From an optimization exercise on the open Yosys and OpenROAD flow, aimed at small area, a short achievable clock period and few clock cycles per item; shortcuts taken in it are not production practice.
The RTL was checked by simulation tests, not by an equivalence proof against the original design.
No activity file was given, so power comes from the tool's default toggle rates.

File: config.mk
export PLATFORM = sky130hd
export DESIGN_NAME = flt_fine
export DESIGN_NICKNAME = flt_fine
export VERILOG_FILES = /design/flow/design.v
export SDC_FILE = /design/flow/constraint.sdc
export NUM_CORES = 4
export LEC_CHECK = 0
export CAP_MARGIN = 20
export CORE_MARGIN = 2
export CORE_UTILIZATION = 40
export PLACE_DENSITY = 0.6
export SLEW_MARGIN = 20
File: constraint.sdc
create_clock -name core_clock -period 16.0 [get_ports {clk}]
set_input_delay 3.2000 -clock core_clock [delete_from_list [all_inputs] [get_ports {clk}]]
set_output_delay 3.2000 -clock core_clock [all_outputs]
set_load 0.01 [all_outputs]
File: design.v
module flt_fine (
    input  wire               clk,
    input  wire               rst,           
    input  wire [4:0]         dc_k,          
    input  wire               dc_freeze,     
    input  wire [2:0]         cic_log2,      
    input  wire [1:0]         hb_n,          
    input  wire [1:0]         fir_taps,      
    input  wire [4:0]         sh_dc,
    input  wire [4:0]         sh_cic,
    input  wire [4:0]         sh_hb1,
    input  wire [4:0]         sh_hb2,
    input  wire [4:0]         sh_fir,
    input  wire [4:0]         sh_loop,
    input  wire [15:0]        kp,
    input  wire [15:0]        ki,
    input  wire [23:0]        m_seed,        
    input  wire               coef_we,
    input  wire [5:0]         coef_addr,
    input  wire [17:0]        coef_data,
    input  wire               start,         
    input  wire               in_valid,
    input  wire signed [23:0] in_e,
    output wire               in_ready,
    output wire               idle,
    output reg                out_valid,
    output reg  signed [23:0] out_f,
    output reg  signed [31:0] out_w,
    output reg  signed [23:0] out_m,
    output reg                out_clamped
);
    integer i;
    function [23:0] sat24;
        input signed [47:0] x;
        begin
            if (x > 48'sd8388607)
                sat24 = 24'h7fffff;
            else if (x < -48'sd8388608)
                sat24 = 24'h800000;
            else
                sat24 = x[23:0];
        end
    endfunction
    reg  [4:0]  p_dck, p_shdc, p_shcic, p_shhb1, p_shhb2, p_shfir, p_shloop;
    reg         p_frz;
    reg  [2:0]  p_cl;
    reg  [1:0]  p_hbn, p_ft;
    reg  [15:0] p_kp, p_ki;
    always @(posedge clk) begin
        p_dck    <= dc_k;
        p_frz    <= dc_freeze;
        p_cl     <= cic_log2;
        p_hbn    <= hb_n;
        p_ft     <= fir_taps;
        p_shdc   <= sh_dc;
        p_shcic  <= sh_cic;
        p_shhb1  <= sh_hb1;
        p_shhb2  <= sh_hb2;
        p_shfir  <= sh_fir;
        p_shloop <= sh_loop;
        p_kp     <= kp;
        p_ki     <= ki;
    end
    wire [5:0] rm1 = (6'd1 << p_cl) - 6'd1;           
    wire       h16 = (p_ft == 2'd0);                   
    wire [4:0] hm1 = h16 ? 5'd15 : 5'd31;              
    reg  [16:0] kpi;           
    reg  [6:0]  u_r;           
    reg         u_zero;        
    wire signed [9:0] sh_sum = $signed({5'd0, p_shdc}) + $signed({5'd0, p_shcic})
                             + ((p_hbn >= 2'd1) ? $signed({5'd0, p_shhb1}) : 10'sd0)
                             + ((p_hbn >= 2'd2) ? $signed({5'd0, p_shhb2}) : 10'sd0)
                             + $signed({5'd0, p_shfir});
    wire signed [9:0] growth = $signed({5'd0, p_cl, 2'b00})
                             + $signed(10'd17) * $signed({8'd0, p_hbn} + 10'd1);
    wire signed [9:0] u_sh   = sh_sum - growth + 10'sd8;
    wire signed [9:0] u_rr   = 10'sd47 - u_sh;
    always @(posedge clk) begin
        kpi    <= {1'b0, p_kp} + {1'b0, p_ki};
        u_zero <= (u_sh >= 10'sd48);
        u_r    <= (u_rr > 10'sd71) ? 7'd71 : u_rr[6:0];
    end
    reg        rdy;
    reg        start_r;
    reg        v0, be0;
    reg signed [23:0] e0;
    reg  [5:0] acnt;             
    reg  [1:0] cred;             
    reg  [2:0] sp;               
    assign in_ready = rdy;
    wire accept = in_valid & rdy;
    wire be_acc = accept && (acnt == rm1);
    wire       q_pop;
    wire [5:0] acnt_n = start ? 6'd0 : accept ? ((acnt == rm1) ? 6'd0 : acnt + 6'd1) : acnt;
    wire [1:0] cred_n = cred + {1'b0, be_acc} - {1'b0, q_pop};
    wire [2:0] sp_n   = be_acc ? 3'd1 : (sp == 3'd7) ? 3'd7 : sp + 3'd1;
    always @(posedge clk) begin
        e0 <= in_e;
        if (rst) begin
            rdy     <= 1'b1;
            start_r <= 1'b0;
            v0      <= 1'b0;
            be0     <= 1'b0;
            acnt    <= 6'd0;
            cred    <= 2'd0;
            sp      <= 3'd7;
        end else begin
            start_r <= start;
            v0      <= accept;
            be0     <= be_acc;
            acnt    <= acnt_n;
            cred    <= cred_n;
            sp      <= sp_n;
            rdy     <= (acnt_n != rm1) || ((cred_n < 2'd2) && (sp_n >= 3'd5));
        end
    end
    reg signed [23:0] m;
    reg signed [23:0] m_snap;      
    reg signed [23:0] x1;
    reg               v1, be1;
    wire signed [24:0] dc_y  = {e0[23], e0} - {m[23], m};
    wire signed [24:0] dc_ys = dc_y >>> p_shdc;
    wire signed [24:0] dc_yk = dc_y >>> p_dck;
    wire signed [23:0] m_nx  = m + dc_yk[23:0];
    wire signed [23:0] m_upd = p_frz ? m : m_nx;
    always @(posedge clk) begin
        if (start_r)
            m <= m_seed;
        else if (v0)
            m <= m_upd;
        if (v0 && be0)
            m_snap <= m_upd;
        x1 <= sat24({{23{dc_ys[24]}}, dc_ys});
        if (rst) begin
            v1 <= 1'b0; be1 <= 1'b0;
        end else begin
            v1 <= v0; be1 <= be0;
        end
    end
    reg signed [47:0] i1, i2, i3, i4;
    reg               v2, v3, v4, be2, be3, be4, cg;
    always @(posedge clk) begin
        if (start_r) begin
            i1 <= 48'sd0; i2 <= 48'sd0; i3 <= 48'sd0; i4 <= 48'sd0;
        end else begin
            if (v1) i1 <= i1 + {{24{x1[23]}}, x1};
            if (v2) i2 <= i2 + i1;
            if (v3) i3 <= i3 + i2;
            if (v4) i4 <= i4 + i3;
        end
        if (rst) begin
            v2 <= 1'b0; v3 <= 1'b0; v4 <= 1'b0; cg <= 1'b0;
            be2 <= 1'b0; be3 <= 1'b0; be4 <= 1'b0;
        end else begin
            v2 <= v1; v3 <= v2; v4 <= v3;
            be2 <= v1 & be1; be3 <= v2 & be2; be4 <= v3 & be3;
            cg <= v4 & be4;
        end
    end
    reg signed [47:0] cc;
    reg signed [47:0] dq0, dq1, dq2, dq3;
    reg signed [23:0] m_c;
    reg        [2:0]  cs;
    wire signed [47:0] cb_a  = cg ? i4 : cc;
    wire signed [47:0] cb_d  = cb_a - dq0;
    wire signed [47:0] cc_sh = cc >>> p_shcic;
    wire signed [23:0] cic_out = sat24(cc_sh);
    wire               q_push = (cs == 3'd5);
    always @(posedge clk) begin
        if (start_r) begin
            dq0 <= 48'sd0; dq1 <= 48'sd0; dq2 <= 48'sd0; dq3 <= 48'sd0;
        end else if (cg || (cs >= 3'd2 && cs <= 3'd4)) begin
            cc  <= cb_d;
            dq0 <= dq1; dq1 <= dq2; dq2 <= dq3; dq3 <= cb_a;
        end
        if (cg)
            m_c <= m_snap;
        if (rst)
            cs <= 3'd0;
        else if (cg)
            cs <= 3'd2;
        else if (cs != 3'd0)
            cs <= (cs == 3'd5) ? 3'd0 : cs + 3'd1;
    end
    reg  [1:0]  qn;
    reg  [23:0] qa_v, qb_v, qa_m, qb_m;
    always @(posedge clk) begin
        if (rst) begin
            qn <= 2'd0;
        end else begin
            qn <= qn + {1'b0, q_push} - {1'b0, q_pop};
        end
        if (q_pop) begin
            if (q_push && qn == 2'd1) begin
                qa_v <= cic_out; qa_m <= m_c;
            end else begin
                qa_v <= qb_v; qa_m <= qb_m;
            end
            if (q_push && qn == 2'd2) begin
                qb_v <= cic_out; qb_m <= m_c;
            end
        end else if (q_push) begin
            if (qn == 2'd0) begin
                qa_v <= cic_out; qa_m <= m_c;
            end else begin
                qb_v <= cic_out; qb_m <= m_c;
            end
        end
    end
    localparam [1:0] H_IDLE = 2'd0, H_RUN = 2'd1, H_W1 = 2'd2, H_OUT = 2'd3;
    reg  [1:0]  hs;
    reg         hstg;             
    reg  [3:0]  hj;
    reg         hph1, hph2;       
    reg  [3:0]  ecnt1, ecnt2;     
    reg  [191:0] e1l, e2l;        
    reg  [95:0]  o1l, o2l;        
    reg  signed [23:0] m_hb;
    reg         fp_v;             
    reg  signed [23:0] fp_val, fp_m;
    reg  signed [41:0] hp;
    reg         hpv, hpf;
    reg  signed [47:0] hacc;
    wire hb_take  = (hs == H_IDLE) && (qn != 2'd0) && (p_hbn != 2'd0);
    wire dir_take = (p_hbn == 2'd0) && (qn != 2'd0) && !fp_v;
    assign q_pop  = hb_take || dir_take;
    wire signed [47:0] hacc_sh = hacc >>> (hstg ? p_shhb2 : p_shhb1);
    wire signed [23:0] hb_res  = sat24(hacc_sh);
    wire hb_to_s2 = (hs == H_OUT) && !hstg && (p_hbn >= 2'd2);
    wire hb_to_fp = (hs == H_OUT) && !(!hstg && (p_hbn >= 2'd2)) && !fp_v;
    wire [3:0]  hcnt   = hstg ? ecnt2 : ecnt1;
    wire [23:0] he7    = hstg ? e2l[191:168] : e1l[191:168];
    wire [23:0] ho3    = hstg ? o2l[95:72]   : o1l[95:72];
    wire        hvalid = (hj == 4'd8) ? (hcnt >= 4'd4) : ({1'b0, 3'd7 - hj[2:0]} < hcnt);
    wire signed [23:0] hd = (hvalid && hs == H_RUN) ? ((hj == 4'd8) ? ho3 : he7) : 24'sd0;
    reg  signed [17:0] hc;
    always @(*) begin
        case (hj)
            4'd0, 4'd7: hc = -18'sd983;
            4'd1, 4'd6: hc =  18'sd2651;
            4'd2, 4'd5: hc = -18'sd5800;
            4'd3, 4'd4: hc =  18'sd36900;
            default:    hc =  18'sd65536;
        endcase
    end
    wire hrot = (hs == H_RUN) && (hj != 4'd8);
    always @(posedge clk) begin
        hp  <= hd * hc;
        if (hpv)
            hacc <= (hpf ? 48'sd0 : hacc) + {{6{hp[41]}}, hp};
        if (rst) begin
            hpv <= 1'b0; hpf <= 1'b0;
        end else begin
            hpv <= (hs == H_RUN);
            hpf <= (hs == H_RUN) && (hj == 4'd0);
        end
        if (hb_take && hph1)
            e1l <= {e1l[167:0], qa_v};
        else if (hrot && !hstg)
            e1l <= {e1l[167:0], e1l[191:168]};
        if (hb_take && !hph1)
            o1l <= {o1l[71:0], qa_v};
        if (hb_to_s2 && hph2)
            e2l <= {e2l[167:0], hb_res};
        else if (hrot && hstg)
            e2l <= {e2l[167:0], e2l[191:168]};
        if (hb_to_s2 && !hph2)
            o2l <= {o2l[71:0], hb_res};
        if (hb_take)
            m_hb <= qa_m;
        if (start_r) begin
            hph1 <= 1'b0; hph2 <= 1'b0; ecnt1 <= 4'd0; ecnt2 <= 4'd0;
        end else begin
            if (hb_take) begin
                hph1 <= ~hph1;
                if (hph1 && ecnt1 != 4'd8) ecnt1 <= ecnt1 + 4'd1;
            end
            if (hb_to_s2) begin
                hph2 <= ~hph2;
                if (hph2 && ecnt2 != 4'd8) ecnt2 <= ecnt2 + 4'd1;
            end
        end
        if (rst) begin
            hs <= H_IDLE; hstg <= 1'b0; hj <= 4'd0;
        end else begin
            case (hs)
                H_IDLE: if (hb_take && hph1) begin
                    hs <= H_RUN; hstg <= 1'b0; hj <= 4'd0;
                end
                H_RUN: begin
                    hj <= hj + 4'd1;
                    if (hj == 4'd8) hs <= H_W1;
                end
                H_W1: hs <= H_OUT;
                H_OUT: begin
                    if (hb_to_s2) begin
                        if (hph2) begin
                            hs <= H_RUN; hstg <= 1'b1; hj <= 4'd0;
                        end else
                            hs <= H_IDLE;
                    end else if (hb_to_fp)
                        hs <= H_IDLE;
                end
            endcase
        end
    end
    wire fir_ins;
    always @(posedge clk) begin
        if (rst)
            fp_v <= 1'b0;
        else if (dir_take || hb_to_fp)
            fp_v <= 1'b1;
        else if (fir_ins)
            fp_v <= 1'b0;
        if (dir_take) begin
            fp_val <= qa_v; fp_m <= qa_m;
        end else if (hb_to_fp) begin
            fp_val <= hb_res; fp_m <= m_hb;
        end
    end
    reg        cw_v;
    reg [5:0]  cw_a;
    reg [17:0] cw_d;
    reg [17:0] cst [0:63];
    always @(posedge clk) begin
        cw_a <= coef_addr;
        cw_d <= coef_data;
        if (rst) cw_v <= 1'b0; else cw_v <= coef_we;
    end
    genvar g;
    generate
        for (g = 0; g < 64; g = g + 1) begin : g_cst
            always @(posedge clk)
                if (cw_v && cw_a == g) cst[g] <= cw_d;
        end
    endgenerate
    reg [23:0] rg [0:63];
    reg [4:0]  fa;             
    reg        fw;             
    reg [5:0]  zf;             
    reg signed [23:0] m_fir;
    assign fir_ins = fp_v && (fa == 5'd0) && !fw && (zf == 6'd0);
    wire [4:0] fa_n  = fir_ins ? 5'd0 : (fa == hm1) ? 5'd0 : fa + 5'd1;
    wire       fw_n  = fir_ins ? 1'b1 : (fw && fa == hm1) ? 1'b0 : fw;
    wire [23:0] d1_end = h16 ? rg[15] : rg[31];
    wire [23:0] d2_end = h16 ? rg[47] : rg[63];
    always @(posedge clk) begin
        for (i = 1; i < 64; i = i + 1)
            if (i != 32) rg[i] <= rg[i-1];
        rg[0]  <= fir_ins ? fp_val : (zf != 6'd0) ? 24'd0 : d1_end;
        rg[32] <= fir_ins ? d1_end : (zf != 6'd0) ? 24'd0 : d2_end;
        if (fir_ins) m_fir <= fp_m;
        if (rst) begin
            fa <= 5'd0; fw <= 1'b0;
        end else if (start_r) begin
            fa <= 5'd0; fw <= 1'b0;
        end else begin
            fa <= fa_n; fw <= fw_n;
        end
        if (rst) zf <= 6'd0;
        else if (start_r) zf <= 6'd33;
        else if (zf != 6'd0) zf <= zf - 6'd1;
    end
    wire [4:0]  ka_n  = hm1 - fa_n;                     
    wire [5:0]  kb_n  = {1'b0, hm1} + 6'd1 + {1'b0, ka_n};   
    wire        va_n  = fw_n;
    wire        vb_n  = fw_n && (p_ft != 2'd1 || !kb_n[4]);
    wire [17:0] ca_rd = cst[ka_n];
    wire [17:0] cb_rd = h16 ? cst[{2'b01, ka_n[3:0]}] : cst[{1'b1, ka_n}];
    reg  signed [17:0] cra, crb;
    reg  signed [41:0] pa, pb;
    reg         fs1, ff1, fl1, fs2, ff2, fl2, fl3;
    reg  signed [47:0] facc;
    always @(posedge clk) begin
        cra <= va_n ? ca_rd : 18'sd0;
        crb <= vb_n ? cb_rd : 18'sd0;
        pa  <= $signed(d1_end) * cra;
        pb  <= $signed(d2_end) * crb;
        if (fs2)
            facc <= (ff2 ? 48'sd0 : facc) + {{6{pa[41]}}, pa} + {{6{pb[41]}}, pb};
        if (rst) begin
            fs1 <= 1'b0; ff1 <= 1'b0; fl1 <= 1'b0;
            fs2 <= 1'b0; ff2 <= 1'b0; fl2 <= 1'b0; fl3 <= 1'b0;
        end else begin
            fs1 <= fw_n;
            ff1 <= fir_ins;
            fl1 <= fw_n && (fa_n == hm1);
            fs2 <= fs1; ff2 <= ff1; fl2 <= fs1 && fl1;
            fl3 <= fl2;
        end
    end
    wire signed [47:0] facc_sh = facc >>> p_shfir;
    wire signed [23:0] fir_f   = sat24(facc_sh);
    reg  [3:0]  lst;           
    reg  signed [23:0] f_l, m_l;
    reg  signed [47:0] phi, integ, v, p1, p2;
    always @(posedge clk)
        if (fl1 && fs1) m_l <= m_fir;
    wire signed [70:0] u_y  = {f_l, 47'd0};
    wire signed [70:0] u_ys = u_y >>> u_r;
    wire signed [47:0] u_v  = u_zero ? 48'sd0 : u_ys[47:0];
    wire [3:0]  dj  = 4'd11 - lst;         
    wire [18:0] kie = {2'b0, p_ki, 1'b0};
    wire [18:0] kpe = {1'b0, kpi, 1'b0};
    wire [2:0]  bi  = kie[2*dj +: 3];
    wire [2:0]  bp  = kpe[2*dj +: 3];
    function signed [47:0] bpart;
        input [2:0] b;
        input signed [47:0] x;
        begin
            case (b)
                3'b001, 3'b010: bpart = x;
                3'b011:         bpart = x <<< 1;
                3'b100:         bpart = -(x <<< 1);
                3'b101, 3'b110: bpart = -x;
                default:        bpart = 48'sd0;
            endcase
        end
    endfunction
    wire signed [63:0] w_full = {{40{m_l[23]}}, m_l} * 64'sd256 + {{16{v[47]}}, v};
    wire               w_hi   = w_full > 64'sd2147483647;
    wire               w_lo   = w_full < -64'sd2147483648;
    always @(posedge clk) begin
        if (fl3)
            f_l <= fir_f;
        if (start_r) begin
            phi <= 48'sd0; integ <= 48'sd0; v <= 48'sd0;
        end else begin
            case (lst)
                4'd2:  phi <= phi + p1 - v;
                4'd12: integ <= integ + p1;
                4'd13: v <= p2 >>> p_shloop;
                default: ;
            endcase
        end
        case (lst)
            4'd1:  p1 <= u_v;
            4'd2:  begin p1 <= 48'sd0; p2 <= 48'sd0; end
            4'd3, 4'd4, 4'd5, 4'd6, 4'd7, 4'd8, 4'd9, 4'd10, 4'd11: begin
                p1 <= (p1 <<< 2) + bpart(bi, phi);
                p2 <= (p2 <<< 2) + bpart(bp, phi);
            end
            4'd12: p2 <= integ + p2;
            default: ;
        endcase
        if (rst) begin
            lst <= 4'd0;
            out_valid <= 1'b0;
        end else begin
            out_valid <= (lst == 4'd14);
            if (fl3)
                lst <= 4'd1;
            else if (lst != 4'd0)
                lst <= (lst == 4'd14) ? 4'd0 : lst + 4'd1;
        end
        if (lst == 4'd14) begin
            out_f       <= f_l;
            out_m       <= m_l;
            out_w       <= w_hi ? 32'h7fffffff : w_lo ? 32'h80000000 : w_full[31:0];
            out_clamped <= w_hi | w_lo;
        end
    end
    reg idle_r;
    assign idle = idle_r;
    wire busy = accept | v0 | v1 | v2 | v3 | v4 | cg | (cs != 3'd0) | (qn != 2'd0)
              | (hs != H_IDLE) | fp_v | fw | fs1 | fs2 | fl3
              | ((lst != 4'd0) && (lst != 4'd14));
    always @(posedge clk) begin
        if (rst)
            idle_r <= 1'b1;
        else
            idle_r <= !busy;
    end
endmodule
File: run.sh
#!/bin/bash
# synth_recipe.tcl (not shown) runs the flow's synth.tcl, then flattens the netlist and writes it again
# the make line also repeats each setting of config.mk as NAME=value (left out here)
make -C /OpenROAD-flow-scripts/flow DESIGN_CONFIG=/design/flow/config.mk WORK_HOME=/design/flow/orfs CLKGATE_MAP_FILE= SYNTH_SCRIPT=/design/flow/synth_recipe.tcl finish
==> impl_metrics.py <==
metrics = {
    "outcome": {
        "status": "complete, no violations",
    },
    "routing": {
        "viasPerCell": 5.41,
        "ant_nets": 0,
        "drtIter0Drc": 15330,
        "drc": 0,
        "post_drt_wl_per_cell_um": 22.8,
        "wl_um": 698000,
        "vias": 165497,
        "first_pass_iters": 9,
    },
    "timing": {
        "fin_crit_ns": 10.52,
        "max_slew_margin_pct": 23.9,
        "fin_ws_ns": 5.48,
        "fmax_ghz": 0.0951,
        "setup_violations": 0,
        "drv_slew": 0,
        "tightest_slew_ns": 1.14,
        "tns_ns": 0,
        "hold_viol": 0,
        "min_period_over_period_pct": 65.7,
        "finalClockSkew_ns": 0.0899,
        "hold_ws_ns": 0.261,
        "rsz0062_at_grt": "false",
    },
    "yosys": {
        "synth_most_common_cell": "nand2_1",
        "synth_cell_types": 95,
        "yosys_warnings": 3,
        "synth_top_area_share_pct": 29.0,
        "synth_ff_type": "dfxtp_1",
        "synth.avg_cell_area_um2": 11.1,
        "synth_edf_count": 2361,
        "synthArstFlopShare_pct": 0,
        "syn_nets": 24568,
        "ys_seq_area_share_pct": 49.4,
        "synth_commonest_cells": "2630 x nand2_1, 2483 x dfxtp_1, 2361 x edfxtp_1, 1951 x inv_1, 1381 x fa_1",
        "synthTopCellsByArea": "edfxtp_1 29%, dfxtp_1 20%, fa_1 11%",
        "synth.ff_latch_count": 4844,
        "yosysTopAreaCell": "edfxtp_1",
        "postSynthCellCount": 21970,
        "syn_area_mm2": 0.244,
    },
    "power_and_ir_drop": {
        "p_sw_share_pct": 29.6,
        "p_seq_share_pct": 44.0,
        "p_per_area_mw_per_mm2": 123,
        "leakage_nw": 108,
        "combPwrFrac_pct": 19.3,
        "clockPowerShare_pct": 36.6,
        "worst_ir_drop_vdd_v": 0.000140,
        "switchingPower_mw": 9.93,
        "intPower_mw": 23.7,
    },
    "worst_setup_path": {
        "critPathRequiredTime_ns": 16.97,
        "path_max_fanout": 54,
        "crit_type": "register to register",
        "worstPathArrival_ns": 11.49,
        "crit_slowest_cell": "dfxtp_2",
        "critPathLaunchType": "register",
        "cpPeakStageDelay_ns": 0.71,
        "cp_common_cell": "fa_1",
        "end_kind": "register",
    },
    "place": {
        "dp_hpwl_um": 503000,
        "io_buffers": 235,
        "dpl.cell_count": 29631,
        "place_area_mm2": 0.256,
        "place_ws_ns": 5.56,
        "place_congestion": 0.919,
    },
    "cts": {
        "cts_buffers": 523,
        "cts_setup_buffers": 0,
        "htreeDepth": 6,
        "cts_root_buffer": "clkbuf_16",
        "clk_pin_slew_ns": 0.06,
        "tritoncts": "built",
        "cts_resized": 0,
        "clock_path_buffers": 4,
        "worstSkewPairLatency_ns": 1.09,
        "cts_hold_buffers": 0,
        "cts_sinks": 4844,
    },
    "floorplan": {
        "die_w_um": 785,
        "ios": 236,
        "start_util_pct": 40.2,
        "core_area_mm2": 0.607,
        "die_area_mm2": 0.617,
        "rows": 286,
        "die_h_um": 785,
    },
    "layout": {
        "final_cell_area_mm2": 0.274,
        "nets": 24693,
        "area_delta_synth_final_pct": 12.2,
        "drive_above_1_share_pct": 7.89,
        "final_cells": 30610,
    },
    "global_routing": {
        "antenna_found_initial": 52,
        "grt.overflow.total": 0,
        "grt_pass1_wl_um": 1040000,
        "grt_max_degree": 164,
        "grt_usage_pct": 22.2,
        "grt_pass1_vias": 162259,
    },
    "hold_path": {
        "hold_path.class": "register to register",
    },
    "flow_run": {
        "drv_cap": 0,
    },
}
[layer usage]
metal | share of wire (%) | vias to the layer above | GRT usage [%]
met5 | 0.010 | - | 0
met4 | 3.7 | 12 | 7.62
met3 | 7.3 | 1040 | 3.18
met2 | 45 | 5835 | 35.1
met1 | 44 | 82120 | 31.2
li1 | - | 76490 | -
[layout by cell type (no fill, tap or decap), types with 125 or more instances in the layout]
| master | synthesis | layout |
|---|---|---|
| a21oi_1 | 1271 | 1265 |
| and2_1 | 291 | 284 |
| nor2_1 | 1321 | 1263 |
| fa_1 | 1381 | 1381 |
| dfxtp_1 | 2483 | 2436 |
| nand2b_1 | 159 | 156 |
| mux4_2 | 125 | 125 |
| mux2_2 | 232 | 232 |
| clkdlybuf4s50_1 | 0 | 234 |
| o21a_1 | 175 | 175 |
| xnor2_1 | 603 | 602 |
| ha_1 | 1065 | 1064 |
| mux2i_1 | 548 | 541 |
| inv_1 | 1951 | 1951 |
| buf_4 | 0 | 305 |
| xor2_1 | 223 | 223 |
| a211oi_1 | 252 | 247 |
| nor2b_1 | 321 | 312 |
| o21ai_0 | 835 | 832 |
| clkbuf_16 | 0 | 539 |
| a31oi_1 | 142 | 139 |
| nand3_1 | 242 | 238 |
| nand2_1 | 2630 | 2626 |
| a22oi_1 | 238 | 238 |
| edfxtp_1 | 2361 | 2361 |
| nor3_1 | 236 | 220 |
| a21o_1 | 410 | 409 |
[per-stage QoR]
step	utilization (%)	power, mW
4_1_cts	45.1	33.8
3_3_place_gp	42.2	21.4
5_1_grt	45.1	35.0
6_report	45.1	33.6
3_5_place_dp	42.2	21.4
2_1_floorplan	-	19.2
[sequential cells by signal (all words and copies together), names as in the netlist, 48 cells and up, named ones only]
register,count
rg,1536
cst,1152
e1l,192
e2l,192
o1l,96
o2l,96
cc,48
dq0,48
dq1,48
dq2,48
dq3,48
facc,48
hacc,48
i1,48
i2,48
i3,48
i4,48
integ,48
p1,48
p2,48
phi,48
v,48
[cell families after synthesis]
| logic type | synth area share, % |
|---|---|
| simple gates | 10.5 |
| flops | 49.4 |
| compound gates | 11.4 |
| buf+inv | 4.50 |
| fa+ha+maj | 16.8 |
| mux | 4.47 |
| xor+xnor | 2.96 |
[cell type report]
type / count / area [um2]
Multi-Input combinational cell: 14212 / 113000
Fill cell: 56005 / 333000
Sequential cell: 4844 / 121000
Clock buffer: 688 / 14600
Tap cell: 8064 / 10100
Antenna cell: 30 / 75.1
Clock inverter: 258 / 3020
Inverter: 1968 / 7390
Timing Repair Buffer: 546 / 4720
[critical path, delay by kind of cell, from the launching register on]
family	cells	cell delay (ns)
AOI/OAI and AO/OA	10	3.18
xor gates and xnor gates	1	0.12
DFF	1	0.71
muxes	1	0.29
buffers and inverters	6	1.39
adders and majority gates	8	3.19
and+or+nand+nor	6	1.53
[final timing paths]
path / startpoint / endpoint / slack (ns) / cells past startpoint
max: hstg$_SDFFE_PP0P_ / hp[39]$_DFF_P_ / 5.48 / 32
min reg2reg: rg[29][19]$_DFF_P_ / rg[30][19]$_DFF_P_ / 0.26 / 0
min: rg[29][19]$_DFF_P_ / rg[30][19]$_DFF_P_ / 0.26 / 0
max reg2reg: hstg$_SDFFE_PP0P_ / hp[39]$_DFF_P_ / 5.48 / 32
[power groups by stage]
| stage | clock network, mW | registers, mW | logic [mW] |
|---|---|---|---|
| floorplan | 0 | 14.8 | 4.41 |
| global placement | 0 | 15.0 | 6.32 |
| detailed placement | 0 | 15.0 | 6.38 |
| CTS | 12.6 | 14.8 | 6.43 |
| global route | 13.1 | 14.9 | 7.09 |
| finish | 12.3 | 14.8 | 6.49 |
Testbench counts, summed over its fixed seeds: cycles 68,112, items 65,536.

==> afterwards: timing with drivers on the ports <==
In the flow no input, the clock included, has a driving cell. The finished layout below was timed again as built, in two steps. Step 1 sets driving cells, clkbuf_16 on the clock port and buf_2 on the other inputs (assumed; they add their load-dependent delay and slew). Step 2, shift: input delay + t, output delay - t, t = (earliest + latest rising clock arrival at the registers) / 2. This alone moves slack from input paths to output paths. Slacks: ideal ports / drivers / drivers and shift; pairs: ideal ports / drivers.
t, ns: 1.162
slack for setup (ns): 5.480 / 5.480 / 5.480
hold WS [ns]: 0.261 / 0.261 / 0.261
pins driven straight from the clock port: 1
After both steps setup and hold are still met in this run. For this run, drivers alone change the setup slack by 0.000 ns; drivers and shift together by 0.000 ns.
